This design comes from an exercise in tuning for small area and a short achievable clock period on the open sky130 flow, not from production work.
In this exercise RTL edits were held to simulation tests only and were not proved equivalent to the original.

==> inputs of v28 <==
==> flow/design.v (excerpt) <==
module strand_codec (
    input  wire         clk,
    input  wire         rst,
    input  wire         enc_in_valid,
    input  wire [255:0] enc_in_data,
    output reg          enc_out_valid,
    output reg  [31:0]  enc_out_check,
    input  wire         dec_in_valid,
    input  wire [287:0] dec_in_lanes,
    input  wire         dec_in_policy,      
    input  wire         dec_in_erasure,     
    input  wire [5:0]   dec_in_dead_lane,   
    output reg          dec_out_valid,
    output reg  [2:0]   dec_out_kind,
    output reg  [255:0] dec_out_data,
    output reg  [31:0]  dec_out_syn,
    output reg  [5:0]   dec_out_lane,
    output reg  [7:0]   dec_out_value
);
export LEC_CHECK = 0
export CAP_MARGIN = 20
export CORE_MARGIN = 2
export CORE_UTILIZATION = 40
export CTS_CLUSTER_DIAMETER = 80
export CTS_CLUSTER_SIZE = 20
export PLACE_DENSITY = 0.6
export SLEW_MARGIN = 20
create_clock -name core_clock -period 40.0 [get_ports {clk}]
standard.sh (not shown) runs the stock make flow with config.mk's settings and CLKGATE_MAP_FILE= SYNTH_SCRIPT=/design/flow/synth_recipe.tcl, a recipe that flattens the netlist after the stock synthesis.
==> flow/flow/run.sh <==
#!/bin/bash
# The standard layout (the standard.sh, ORFS), with two changes to how it
# is made: plain buf_1 port buffers instead of the delay cells buffer_ports
# picks by default, and repair_timing aiming for setup slack of
# SETUP_SLACK_MARGIN ns beyond the (unchanged) clock period instead of 0; and repair allowed to resize cells to other footprints.
# ORFS writes each step's log under orfs/logs; make's output goes to
# standard.log.
bash standard.sh "BUFFER_PORTS_ARGS=-buffer_cell sky130_fd_sc_hd__buf_1" \
    SETUP_SLACK_MARGIN=30 MATCH_CELL_FOOTPRINT=0 finish > standard.log 2>&1
==> v22: changes against v28 <==
==> flow/flow/run.sh (replaced) <==
#!/bin/bash
# The standard layout (the standard.sh, ORFS), with two changes to how it
# is made: plain buf_1 port buffers instead of the delay cells buffer_ports
# picks by default, and repair_timing aiming for setup slack of
# SETUP_SLACK_MARGIN ns beyond the (unchanged) clock period instead of 0.
# ORFS writes each step's log under orfs/logs; make's output goes to
# standard.log.
bash standard.sh "BUFFER_PORTS_ARGS=-buffer_cell sky130_fd_sc_hd__buf_1" \
    SETUP_SLACK_MARGIN=30 finish > standard.log 2>&1
Settings changed: CORE_UTILIZATION 40 to 48, CTS_CLUSTER_DIAMETER 80 to default, CTS_CLUSTER_SIZE 20 to default, PLACE_DENSITY 0.6 to 0.65.
==> v19: changes against v28 <==
==> flow/flow/run.sh (replaced) <==
#!/bin/bash
# The standard layout (the standard.sh, ORFS), with two changes to how it
# is made: plain buf_1 port buffers instead of the delay cells buffer_ports
# picks by default, and repair_timing aiming for setup slack of
# SETUP_SLACK_MARGIN ns beyond the (unchanged) clock period instead of 0.
# ORFS writes each step's log under orfs/logs; make's output goes to
# standard.log.
bash standard.sh "BUFFER_PORTS_ARGS=-buffer_cell sky130_fd_sc_hd__buf_1" \
    SETUP_SLACK_MARGIN=30 finish > standard.log 2>&1
==> v15: changes against v28 <==
==> flow/flow/run.sh (replaced) <==
#!/bin/bash
# The standard layout (the standard.sh, ORFS), with two changes to how it
# is made: plain buf_1 port buffers instead of the delay cells buffer_ports
# picks by default, and repair_timing aiming for setup slack of
# SETUP_SLACK_MARGIN ns beyond the (unchanged) clock period instead of 0.
# ORFS writes each step's log under orfs/logs; make's output goes to
# standard.log.
bash standard.sh "BUFFER_PORTS_ARGS=-buffer_cell sky130_fd_sc_hd__buf_1" \
    SETUP_SLACK_MARGIN=30.6 finish > standard.log 2>&1
Settings changed: CTS_CLUSTER_DIAMETER 80 to default, CTS_CLUSTER_SIZE 20 to default.
==> metrics.md <==
| Metric | Value |
|---|---|
| Outcome | finished clean |
| First-pass GRT wire length | 511000 um |
| Inverters | 96 |
| Clk tree area frac | 2.10% |
| Minimum setup slack among reg-to-reg paths | roughly 30000 ps |
| Pre-CTS setup slack | 28820 ps |
| Layout Nets | approximately 9400 |
| Core Box Area | between 0.15 and 0.2 mm^2 |
| Signal buf overhead | 6.36% |
| CP Max Fanout | 3 |
-- figures above: v19

==> metrics.md <==
| Metric | Value |
|---|---|
| Grt total ovfl | 0 |
| Top-count cell post-synth | xnor2_1 |
| Minimum setup slack among reg-to-reg paths | a little over 30000 ps |
| Layout Nets | 9414 |
| First-pass GRT wire length | approximately 520000 um |
| Pre-CTS setup slack | roughly 29000 ps |
| Post-Synth XOR/XNOR Area | a little over half |
| DIE AREA | roughly 0.18 mm^2 |
| Inverters | 95 |
| Core Box Area | approximately 0.18 mm^2 |
| Initial Utilization | about two fifths |
| Clock sinks | 733 |
| CP Max Fanout | 5 |
| Outcome | finished clean |
-- figures above: v15

==> metrics.md <==
| Metric | Value |
|---|---|
| Inverters | 96 |
| Layout Nets | 9353 |
| GRT Max-Usage Layer | met2 |
| Signal buf overhead | 6.36% |
| CP Max Fanout | 3 |
| Post-place instance area | between 0.07 and 0.08 mm^2 |
| Syn Inst Count | ~8100 |
| Minimum setup slack among reg-to-reg paths | about 30000 ps |
| Outcome | finished clean |
| Storage cell area | 0.0147 mm^2 |
| Core Box Area | between 0.15 and 0.2 mm^2 |
| PortBufs | 894 |
-- figures above: v28

==> metrics.md <==
| Metric | Value |
|---|---|
| Layout Nets | roughly 9400 |
| Outcome | finished clean |
| First-pass GRT wire length | just over 500000 um |
| Core Box Area | 0.147 mm^2 |
| Inverters | 95 |
| Pre-CTS setup slack | between 20000 and 30000 ps |
| CP Max Fanout | 5 |
| Clk tree area frac | a little under 4% |
| Signal buf overhead | under 10% |
-- figures above: v22

==> re-timing with driven ports <==
The flow's constraints put no driver on any port. The routed layouts listed below were extracted and timed again, unchanged, in two steps. Step 1 sets driving cells, clkbuf_16 on the clock port and buf_2 on the other inputs (assumed; they add their load-dependent delay and slew). Step 2, shift: input delay + t, output delay - t, t = (earliest + latest rising clock arrival at the registers) / 2. This alone moves slack from input paths to output paths. a / b / c = ideal / step 1 / step 2; a / b = the first two.
run | t, ns | slack for setup (ns) | worst setup path after step 2
v28 | 0.772 | 29.916 / 29.957 / 29.184 | input to register
v22 | 0.787 | 29.780 / 29.846 / 29.059 | input to register
v19 | 0.772 | 29.916 / 29.957 / 29.184 | input to register
v15 | 0.806 | 30.475 / 30.489 / 29.698 | input to register
After both steps setup and hold are still met in every run listed. For v15, which loses most, drivers alone change the setup slack by +0.014 ns; drivers and shift together by -0.777 ns.
